Source: an optimization exercise on an open RTL-to-GDS flow (aim: small area, a short achievable clock period and few clock cycles per item). Production flows keep margins and buffers that such runs may drop.
RTL that was checked went through simulation tests only; none was proved equivalent to the original.

==> inputs of 07-22 <==
==> flow/design.v (excerpt) <==
module ring_locator (
    input  wire         clk,
    input  wire         rst,
    input  wire         req_valid,
    output wire         req_ready,
    input  wire [31:0]  seed,
    input  wire [4:0]   n,
    input  wire [4:0]   k,
    input  wire [1:0]   m,
    input  wire [1:0]   s,
    input  wire [23:0]  displ,
    input  wire [119:0] dorder,
    input  wire [39:0]  rba,
    output wire         resp_valid,
    input  wire         resp_ready,
    output wire [19:0]  loc_mem,
    output wire [3:0]   loc_has,
    output wire [159:0] loc_mlba
);
    localparam [2:0] P_START = 3'd0,
                     P_DIV   = 3'd1,
                     P_SEED  = 3'd2,
                     P_SHUF  = 3'd3,
                     P_FIN   = 3'd4,
                     P_ACC   = 3'd5;
    reg  [2:0] phase;
    reg  [3:0] cnt;
    reg        rv;                       
    reg  [3:0] pend;                     
    wire adv = !rv || resp_ready;
    assign req_ready  = (phase == P_ACC) && (pend == 4'd0);
    assign resp_valid = rv;
    function [31:0] xs;
        input [31:0] v;
        reg   [31:0] t;
        begin
            t  = v ^ (v << 13);
            t  = t ^ (t >> 17);
            xs = t ^ (t << 5);
        end
    endfunction
    reg  [4:0] kreg, dreg, wreg;
    reg  [5:0] k3;                       
    reg  [6:0] d3;                       
    wire [35:0] x = rba[39:4];
    reg  [3:0]  xd;                      
    reg  [3:0]  ra;                      
    reg  [3:0]  sd;                      
    reg  [4:0]  rb;                      
    reg  [3:0]  pd;                      
    reg  [35:0] pw;                      
    reg  [31:0] st;                      
    function [3:0] xdig;
        input [3:0] d;
        begin
            case (d)
            4'd0: xdig = rba[7:4];
            4'd1: xdig = rba[11:8];
  ...
export LEC_CHECK = 0
export CAP_MARGIN = 20
export CORE_MARGIN = 2
export CORE_UTILIZATION = 40
export SETUP_SLACK_MARGIN = 5
export SLEW_MARGIN = 20
create_clock -name core_clock -period 10.0 [get_ports {clk}]
run.sh (not shown) runs the stock make flow with config.mk's settings and CLKGATE_MAP_FILE= SYNTH_SCRIPT=/design/flow/synth_recipe.tcl, a recipe that flattens the netlist after the stock synthesis.
==> 02-28 (differences from 07-22) <==
--- a/flow/design.v
+++ b/flow/design.v
@@ -26,11 +26,13 @@
     reg  [2:0] phase;
     reg  [3:0] cnt;
     reg        rv;                       
     reg  [3:0] pend;                     
     wire adv = !rv || resp_ready;
-    assign req_ready  = (phase == P_ACC) && (pend == 4'd0);
+    reg  nd_zero;
+    wire acc_now = ((phase == P_ACC) && (pend == 4'd0)) || ((phase == P_FIN) && hc && nd_zero);
+    assign req_ready  = acc_now;
     assign resp_valid = rv;
     function [31:0] xs;
         input [31:0] v;
         reg   [31:0] t;
         begin
@@ -179,19 +181,17 @@
         endcase
     end
     wire dig_eq = (pd == key_dig);
     wire hit = pmatch && dig_eq && ring_same;
     reg  [4:0] qf;                       
-    reg        v1, v2, v3;
-    reg  [4:0] m1, m2, m3;               
+    reg        v1, v2;
+    reg  [4:0] m1, m2;                   
     reg  [24:0] mh;                      
     reg  [8:0] c1r0, c1r1, c1r2, c1r3;   
     reg  [8:0] m12;                      
     reg  [6:0] s2;                       
-    reg  [6:0] m3x;                      
-    reg  [4:0] sw_a;                     
-    reg  [4:0] sw_pos;                   
+    reg  [6:0] m2x3;                     
     wire [31:0] st_x5 = (st == 32'd0) ? xs(xs(xs(xs(xs(32'h6D2B79F5)))))
                                       : xs(xs(xs(xs(xs(st)))));
     wire [24:0] me = mh;
     wire rs_1 = st[0];
     wire rs_2 = st[2] & (me[3]);
@@ -597,16 +597,15 @@
     wire [9:0] d12 = {1'b0, s2s} - {1'b0, m12};
     wire [9:0] d8  = {1'b0, s2s} - {2'b0, m1, 3'd0};
     wire [9:0] d4  = {1'b0, s2s} - {3'b0, m1, 2'd0};
     wire [6:0] s2n = !d16[9] ? d16[6:0] : !d12[9] ? d12[6:0] :
                      !d8[9]  ? d8[6:0]  : !d4[9]  ? d4[6:0]  : s2s[6:0];
-    wire [7:0] e3 = {1'b0, s2} - {1'b0, m3x};
-    wire [7:0] e2 = {1'b0, s2} - {2'b0, m2, 1'b0};
-    wire [7:0] e1 = {1'b0, s2} - {3'b0, m2};
-    wire [4:0] j_n = !e3[7] ? e3[4:0] : !e2[7] ? e2[4:0] : !e1[7] ? e1[4:0] : s2[4:0];
-    wire [4:0] a_n = m2 + ~j_n;              
-    wire [4:0] p_n = (a_n == 5'd0) ? 5'd0 : 5'd24 - a_n;
+    wire [7:0] u0 = {3'b0, m2}       + {1'b1, ~s2};
+    wire [7:0] u1 = {2'b0, m2, 1'b0} + {1'b1, ~s2};
+    wire [7:0] u2 = {1'b0, m2x3}     + {1'b1, ~s2};
+    wire [7:0] u3 = {1'b0, m2, 2'b0} + {1'b1, ~s2};
+    wire [4:0] sw_a = !u0[7] ? u0[4:0] : !u1[7] ? u1[4:0] : !u2[7] ? u2[4:0] : u3[4:0];
     reg        hc;                       
     wire [4:0] kp1 = kreg + 5'd1;
     wire [4:0] kp2 = kreg + 5'd2;
     function [4:0] posof;                
         input [4:0] ci;
@@ -614,29 +613,28 @@
         begin
             ps    = {1'b0, rb} + {1'b0, ci};
             posof = (ps >= {1'b0, dreg}) ? ps[4:0] - dreg : ps[4:0];
         end
     endfunction
-    wire [4:0] rowp [0:23];
-    genvar gr;
-    generate
-        for (gr = 0; gr < 24; gr = gr + 1) begin : g_rowp
-            assign rowp[gr] = rowu[(gr == 0) ? 0 : 24 - gr];
+    function [4:0] physof;
+        input [4:0] t;
+        begin
+            physof = (t == 5'd0) ? 5'd0 : 5'd24 - t;
         end
-    endgenerate
-    reg  [4:0] pr [0:3];
+    endfunction
+    reg  [4:0] pr [0:3];                 
     wire [4:0] dm1 = dreg - 5'd1;
-    function [4:0] incm;                 
-        input [4:0] p;
+    wire [4:0] e_last = 5'd25 - dreg;    
+    function [4:0] incm;
+        input [4:0] e;
         begin
-            incm = (p == dm1) ? 5'd0 : p + 5'd1;
+            incm = (e == e_last) ? 5'd0 : (e == 5'd0) ? 5'd23 : e - 5'd1;
         end
     endfunction
-    wire [4:0] addr_a = (phase == P_SHUF) ? sw_pos : pr[{hc, 1'b0}];
-    wire [4:0] addr_b = pr[{hc, 1'b1}];
-    wire [4:0] code_a = rowp[addr_a];
-    wire [4:0] code_b = rowp[addr_b];
+    wire [4:0] code_a = rowu[pr[{hc, 1'b0}]];
+    wire [4:0] code_b = rowu[pr[{hc, 1'b1}]];
+    wire [4:0] code_s = rowu[sw_a];      
     wire [4:0] nm1    = key_n - 5'd1;
     wire [4:0] mem_a  = nm1 - code_a;
     wire [4:0] mem_b  = nm1 - code_b;
     wire t1_in = (s != 2'd0);
     wire t2_in = (s == 2'd2);
@@ -702,14 +700,11 @@
         c1r3   <= rsr_3;
         m1     <= qf + 5'd1;
         m12    <= {qf + 5'd1, 3'd0} + {1'b0, qf + 5'd1, 2'd0};
         s2     <= s2n;                   
         m2     <= m1;
-        m3x    <= {2'b0, m1} + {1'b0, m1, 1'b0};
-        sw_a   <= a_n;                   
-        sw_pos <= p_n;
-        m3     <= m2;
+        m2x3   <= {2'b0, m1} + {1'b0, m1, 1'b0};
         r2h <= rh;                       
         lt  <= lt_n;
         b0  <= t2_ok ? top2 : top1;
         nb1 <= t1_ok || t2_ok;
         nb2 <= t1_ok && t2_ok;
@@ -720,28 +715,28 @@
             rv      <= 1'b0;
             cvalid  <= 1'b0;
             lastv   <= 1'b0;
             v1      <= 1'b0;
             v2      <= 1'b0;
-            v3      <= 1'b0;
             pend    <= 4'd0;
             r2v     <= 1'b0;
             cnt     <= 4'd0;
         end else begin
             if (rv && resp_ready)
                 rv <= 1'b0;
             begin
                 case (phase)
                 P_START: begin
                     hc <= 1'b0;
+                    nd_zero <= ((displ & ~(24'hFFFFFF << n)) == 24'd0);
                     if (req_valid && adv) begin
                         if (fast) begin
                             if (x_inc) begin
                                 ra <= c_wrap ? 4'd0 : ra + 4'd1;
                                 if (c_wrap) begin
                                     rb    <= rb + 5'd1;
-                                    pr[0] <= rb + 5'd1;
+                                    pr[0] <= 5'd23 - rb;     
                                     pr[1] <= incm(pr[1]);
                                     pr[2] <= incm(pr[2]);
                                     pr[3] <= incm(pr[3]);
                                 end else
                                     pr[0] <= incm(pr[0]);
@@ -793,14 +788,14 @@
                     4'd0: key_p[3:0]  <= pd;
                     default: ;
                     endcase
                     cnt <= cnt - 4'd1;
                     if (cnt == 4'd0) begin
-                        pr[0] <= posof({1'b0, ra});
-                        pr[1] <= posof(kreg);
-                        pr[2] <= posof(kp1);
-                        pr[3] <= posof(kp2);
+                        pr[0] <= physof(posof({1'b0, ra}));
+                        pr[1] <= physof(posof(kreg));
+                        pr[2] <= physof(posof(kp1));
+                        pr[3] <= physof(posof(kp2));
                         phase <= hit ? P_FIN : P_SEED;
                     end
                 end
                 P_SEED: begin
                     st       <= st_x5;
@@ -819,22 +814,20 @@
                         st  <= xs(st);
                         mh  <= {1'b0, mh[24:1]};
                         qf  <= qf - 5'd1;
                     end
                     v2 <= v1;
-                    v3 <= v2;
-                    if (v3) begin
+                    if (v2) begin
                         for (ti = 0; ti < 23; ti = ti + 1)
                             rowu[ti] <= (sw_a == ti + 1) ? rowu[0] : rowu[ti+1];
-                        rowu[23] <= code_a;
-                        if (m3 == key_n - 5'd1)  top1 <= nm1 - rowu[23];
-                        if (m3 == key_n - 5'd2)  top2 <= nm1 - rowu[23];
-                        if (m3 == 5'd2) begin
+                        rowu[23] <= code_s;
+                        if (m2 == key_n - 5'd1)  top1 <= nm1 - rowu[23];
+                        if (m2 == key_n - 5'd2)  top2 <= nm1 - rowu[23];
+                        if (m2 == 5'd2) begin
                             cvalid <= 1'b1;
                             v1     <= 1'b0;
                             v2     <= 1'b0;
-                            v3     <= 1'b0;
                             phase  <= P_FIN;
                         end
                     end
                 end
                 P_FIN: begin
@@ -845,10 +838,17 @@
                     o_has[{hc, 1'b1}] <= !displ[mem_b];
                     o_cy[{hc, 1'b1}]  <= lo_sum[{hc, 1'b1}][5];
                     hc <= 1'b1;
                     if (hc)
                         phase <= P_ACC;
+                    if (hc && nd_zero && req_valid) begin
+                        rv    <= 1'b1;
+                        o_blk <= rba[3:0];
+                        x_old <= x;
+                        lastv <= 1'b1;
+                        phase <= P_START;
+                    end
                 end
                 P_ACC: begin
                     if (req_valid && pend == 4'd0) begin
                         rv    <= 1'b1;
                         o_blk <= rba[3:0];
--- a/flow/config.mk
+++ b/flow/config.mk
@@ -5,8 +5,8 @@
 export SDC_FILE = /design/flow/constraint.sdc
 export NUM_CORES = 4
 export LEC_CHECK = 0
 export CAP_MARGIN = 20
 export CORE_MARGIN = 2
-export CORE_UTILIZATION = 40
+export CORE_UTILIZATION = 60
 export SETUP_SLACK_MARGIN = 5
 export SLEW_MARGIN = 20
==> 09-04 (differences from 07-22) <==
--- a/flow/design.v
+++ b/flow/design.v
@@ -26,11 +26,13 @@
     reg  [2:0] phase;
     reg  [3:0] cnt;
     reg        rv;                       
     reg  [3:0] pend;                     
     wire adv = !rv || resp_ready;
-    assign req_ready  = (phase == P_ACC) && (pend == 4'd0);
+    reg  nd_zero;
+    wire acc_now = ((phase == P_ACC) && (pend == 4'd0)) || ((phase == P_FIN) && hc && nd_zero);
+    assign req_ready  = acc_now;
     assign resp_valid = rv;
     function [31:0] xs;
         input [31:0] v;
         reg   [31:0] t;
         begin
@@ -179,19 +181,17 @@
         endcase
     end
     wire dig_eq = (pd == key_dig);
     wire hit = pmatch && dig_eq && ring_same;
     reg  [4:0] qf;                       
-    reg        v1, v2, v3;
-    reg  [4:0] m1, m2, m3;               
+    reg        v1, v2;
+    reg  [4:0] m1, m2;                   
     reg  [24:0] mh;                      
     reg  [8:0] c1r0, c1r1, c1r2, c1r3;   
     reg  [8:0] m12;                      
     reg  [6:0] s2;                       
-    reg  [6:0] m3x;                      
-    reg  [4:0] sw_a;                     
-    reg  [4:0] sw_pos;                   
+    reg  [6:0] m2x3;                     
     wire [31:0] st_x5 = (st == 32'd0) ? xs(xs(xs(xs(xs(32'h6D2B79F5)))))
                                       : xs(xs(xs(xs(xs(st)))));
     wire [24:0] me = mh;
     wire rs_1 = st[0];
     wire rs_2 = st[2] & (me[3]);
@@ -597,16 +597,15 @@
     wire [9:0] d12 = {1'b0, s2s} - {1'b0, m12};
     wire [9:0] d8  = {1'b0, s2s} - {2'b0, m1, 3'd0};
     wire [9:0] d4  = {1'b0, s2s} - {3'b0, m1, 2'd0};
     wire [6:0] s2n = !d16[9] ? d16[6:0] : !d12[9] ? d12[6:0] :
                      !d8[9]  ? d8[6:0]  : !d4[9]  ? d4[6:0]  : s2s[6:0];
-    wire [7:0] e3 = {1'b0, s2} - {1'b0, m3x};
-    wire [7:0] e2 = {1'b0, s2} - {2'b0, m2, 1'b0};
-    wire [7:0] e1 = {1'b0, s2} - {3'b0, m2};
-    wire [4:0] j_n = !e3[7] ? e3[4:0] : !e2[7] ? e2[4:0] : !e1[7] ? e1[4:0] : s2[4:0];
-    wire [4:0] a_n = m2 + ~j_n;              
-    wire [4:0] p_n = (a_n == 5'd0) ? 5'd0 : 5'd24 - a_n;
+    wire [7:0] u0 = {3'b0, m2}       + {1'b1, ~s2};
+    wire [7:0] u1 = {2'b0, m2, 1'b0} + {1'b1, ~s2};
+    wire [7:0] u2 = {1'b0, m2x3}     + {1'b1, ~s2};
+    wire [7:0] u3 = {1'b0, m2, 2'b0} + {1'b1, ~s2};
+    wire [4:0] sw_a = !u0[7] ? u0[4:0] : !u1[7] ? u1[4:0] : !u2[7] ? u2[4:0] : u3[4:0];
     reg        hc;                       
     wire [4:0] kp1 = kreg + 5'd1;
     wire [4:0] kp2 = kreg + 5'd2;
     function [4:0] posof;                
         input [4:0] ci;
@@ -614,29 +613,28 @@
         begin
             ps    = {1'b0, rb} + {1'b0, ci};
             posof = (ps >= {1'b0, dreg}) ? ps[4:0] - dreg : ps[4:0];
         end
     endfunction
-    wire [4:0] rowp [0:23];
-    genvar gr;
-    generate
-        for (gr = 0; gr < 24; gr = gr + 1) begin : g_rowp
-            assign rowp[gr] = rowu[(gr == 0) ? 0 : 24 - gr];
+    function [4:0] physof;
+        input [4:0] t;
+        begin
+            physof = (t == 5'd0) ? 5'd0 : 5'd24 - t;
         end
-    endgenerate
-    reg  [4:0] pr [0:3];
+    endfunction
+    reg  [4:0] pr [0:3];                 
     wire [4:0] dm1 = dreg - 5'd1;
-    function [4:0] incm;                 
-        input [4:0] p;
+    wire [4:0] e_last = 5'd25 - dreg;    
+    function [4:0] incm;
+        input [4:0] e;
         begin
-            incm = (p == dm1) ? 5'd0 : p + 5'd1;
+            incm = (e == e_last) ? 5'd0 : (e == 5'd0) ? 5'd23 : e - 5'd1;
         end
     endfunction
-    wire [4:0] addr_a = (phase == P_SHUF) ? sw_pos : pr[{hc, 1'b0}];
-    wire [4:0] addr_b = pr[{hc, 1'b1}];
-    wire [4:0] code_a = rowp[addr_a];
-    wire [4:0] code_b = rowp[addr_b];
+    wire [4:0] code_a = rowu[pr[{hc, 1'b0}]];
+    wire [4:0] code_b = rowu[pr[{hc, 1'b1}]];
+    wire [4:0] code_s = rowu[sw_a];      
     wire [4:0] nm1    = key_n - 5'd1;
     wire [4:0] mem_a  = nm1 - code_a;
     wire [4:0] mem_b  = nm1 - code_b;
     wire t1_in = (s != 2'd0);
     wire t2_in = (s == 2'd2);
@@ -702,14 +700,11 @@
         c1r3   <= rsr_3;
         m1     <= qf + 5'd1;
         m12    <= {qf + 5'd1, 3'd0} + {1'b0, qf + 5'd1, 2'd0};
         s2     <= s2n;                   
         m2     <= m1;
-        m3x    <= {2'b0, m1} + {1'b0, m1, 1'b0};
-        sw_a   <= a_n;                   
-        sw_pos <= p_n;
-        m3     <= m2;
+        m2x3   <= {2'b0, m1} + {1'b0, m1, 1'b0};
         r2h <= rh;                       
         lt  <= lt_n;
         b0  <= t2_ok ? top2 : top1;
         nb1 <= t1_ok || t2_ok;
         nb2 <= t1_ok && t2_ok;
@@ -720,28 +715,28 @@
             rv      <= 1'b0;
             cvalid  <= 1'b0;
             lastv   <= 1'b0;
             v1      <= 1'b0;
             v2      <= 1'b0;
-            v3      <= 1'b0;
             pend    <= 4'd0;
             r2v     <= 1'b0;
             cnt     <= 4'd0;
         end else begin
             if (rv && resp_ready)
                 rv <= 1'b0;
             begin
                 case (phase)
                 P_START: begin
                     hc <= 1'b0;
+                    nd_zero <= ((displ & ~(24'hFFFFFF << n)) == 24'd0);
                     if (req_valid && adv) begin
                         if (fast) begin
                             if (x_inc) begin
                                 ra <= c_wrap ? 4'd0 : ra + 4'd1;
                                 if (c_wrap) begin
                                     rb    <= rb + 5'd1;
-                                    pr[0] <= rb + 5'd1;
+                                    pr[0] <= 5'd23 - rb;     
                                     pr[1] <= incm(pr[1]);
                                     pr[2] <= incm(pr[2]);
                                     pr[3] <= incm(pr[3]);
                                 end else
                                     pr[0] <= incm(pr[0]);
@@ -793,14 +788,14 @@
                     4'd0: key_p[3:0]  <= pd;
                     default: ;
                     endcase
                     cnt <= cnt - 4'd1;
                     if (cnt == 4'd0) begin
-                        pr[0] <= posof({1'b0, ra});
-                        pr[1] <= posof(kreg);
-                        pr[2] <= posof(kp1);
-                        pr[3] <= posof(kp2);
+                        pr[0] <= physof(posof({1'b0, ra}));
+                        pr[1] <= physof(posof(kreg));
+                        pr[2] <= physof(posof(kp1));
+                        pr[3] <= physof(posof(kp2));
                         phase <= hit ? P_FIN : P_SEED;
                     end
                 end
                 P_SEED: begin
                     st       <= st_x5;
@@ -819,22 +814,20 @@
                         st  <= xs(st);
                         mh  <= {1'b0, mh[24:1]};
                         qf  <= qf - 5'd1;
                     end
                     v2 <= v1;
-                    v3 <= v2;
-                    if (v3) begin
+                    if (v2) begin
                         for (ti = 0; ti < 23; ti = ti + 1)
                             rowu[ti] <= (sw_a == ti + 1) ? rowu[0] : rowu[ti+1];
-                        rowu[23] <= code_a;
-                        if (m3 == key_n - 5'd1)  top1 <= nm1 - rowu[23];
-                        if (m3 == key_n - 5'd2)  top2 <= nm1 - rowu[23];
-                        if (m3 == 5'd2) begin
+                        rowu[23] <= code_s;
+                        if (m2 == key_n - 5'd1)  top1 <= nm1 - rowu[23];
+                        if (m2 == key_n - 5'd2)  top2 <= nm1 - rowu[23];
+                        if (m2 == 5'd2) begin
                             cvalid <= 1'b1;
                             v1     <= 1'b0;
                             v2     <= 1'b0;
-                            v3     <= 1'b0;
                             phase  <= P_FIN;
                         end
                     end
                 end
                 P_FIN: begin
@@ -845,10 +838,17 @@
                     o_has[{hc, 1'b1}] <= !displ[mem_b];
                     o_cy[{hc, 1'b1}]  <= lo_sum[{hc, 1'b1}][5];
                     hc <= 1'b1;
                     if (hc)
                         phase <= P_ACC;
+                    if (hc && nd_zero && req_valid) begin
+                        rv    <= 1'b1;
+                        o_blk <= rba[3:0];
+                        x_old <= x;
+                        lastv <= 1'b1;
+                        phase <= P_START;
+                    end
                 end
                 P_ACC: begin
                     if (req_valid && pend == 4'd0) begin
                         rv    <= 1'b1;
                         o_blk <= rba[3:0];
==> results.txt <==
- Critical path depth: 07-22 > 02-28 > 09-04.
- Of 02-28 and 07-22, 07-22 has the higher flip-flop and latch count (gap 15).
- In 07-22 the clock skew is lower than in 02-28, by 0.010 ns.
- Sequential share of layout area: 09-04 < 02-28 < 07-22.
- Clock-buffer cell count: 07-22 is lower than 09-04 (9).
- Against 02-28, the non-clock buffer count of 07-22 is lower by 3.
- The highest hold slack belongs to 09-04, the lowest to 07-22.
==> figures <==
Highest achievable clock rate: 09-04 202 MHz; 02-28 190 MHz; 07-22 200 MHz
Number of tapcells: 09-04 1,755; 02-28 1,155; 07-22 1,742
Synthesized flop and latch total: 09-04 521; 02-28 521; 07-22 536
Reg2Reg Launch Point: 09-04 hc; 02-28 hc; 07-22 st[4]
Clock insertion delay at the later pin of the skew report: 09-04 0.70 ns; 02-28 0.69 ns; 07-22 0.65 ns
Metal-1 WL: 09-04 83.8 mm; 02-28 72.9 mm; 07-22 81.9 mm
Number of buffers created by CTS: 09-04 67; 02-28 61; 07-22 66
DR iter-0 viols: 09-04 4,538; 02-28 6,384; 07-22 4,543
Setup CP Type: 09-04 reg2out; 02-28 reg2out; 07-22 in2reg
Largest net degree at the start of global routing: 09-04 72; 02-28 79; 07-22 74
Result of the run: 09-04 finished clean; 02-28 finished clean; 07-22 finished clean
Met3 layer wire length in the routed design: 09-04 20.1 mm; 02-28 24.2 mm; 07-22 17.4 mm
Cell area after layout: 09-04 64,400 um2; 02-28 63,800 um2; 07-22 63,600 um2
Critical Path End Type: 09-04 output pin; 02-28 output pin; 07-22 flip-flop
Cell count after placement: 09-04 7,581; 02-28 6,973; 07-22 7,445
Synth unique cells: 09-04 95; 02-28 95; 07-22 86
Testbench counts of 02-28, summed over its fixed seeds: cycles 57,328, items 3,072.
Testbench counts of 09-04, summed over its fixed seeds: cycles 57,328, items 3,072.
Only the layout flow was run in 07-22; the RTL was not checked for function there.

[separate check: timing with driven ports]
The results above use ideal ports. As a check the final layouts listed here were re-extracted and re-timed, cells and wires unchanged.
Step 1 assumes that a clkbuf_16 drives the clock port and a buf_2 every other input.
Step 2 adds t to the input delays and takes it off the output delays; t is the mean of the earliest and latest rising clock arrival at the registers after step 1. Input paths then give back, and output paths get back, about the clock's delay inside the block.
Slacks: ideal ports / drivers / drivers and shift; pairs: ideal ports / drivers.
| run | t (ns) | setup WS [ns] | worst data-port slew with drivers (ns) |
|---|---|---|---|
| 07-22 | 0.723 | 5.012 / 4.967 / 4.329 | 0.24 |
| 02-28 | 0.746 | 4.739 / 4.664 / 4.329 | 0.15 |
| 09-04 | 0.764 | 5.038 / 4.957 / 4.307 | 0.28 |
After both steps every run listed still meets setup and hold. For 09-04, which loses most, drivers alone change the setup slack by -0.081 ns; drivers and shift together by -0.731 ns.
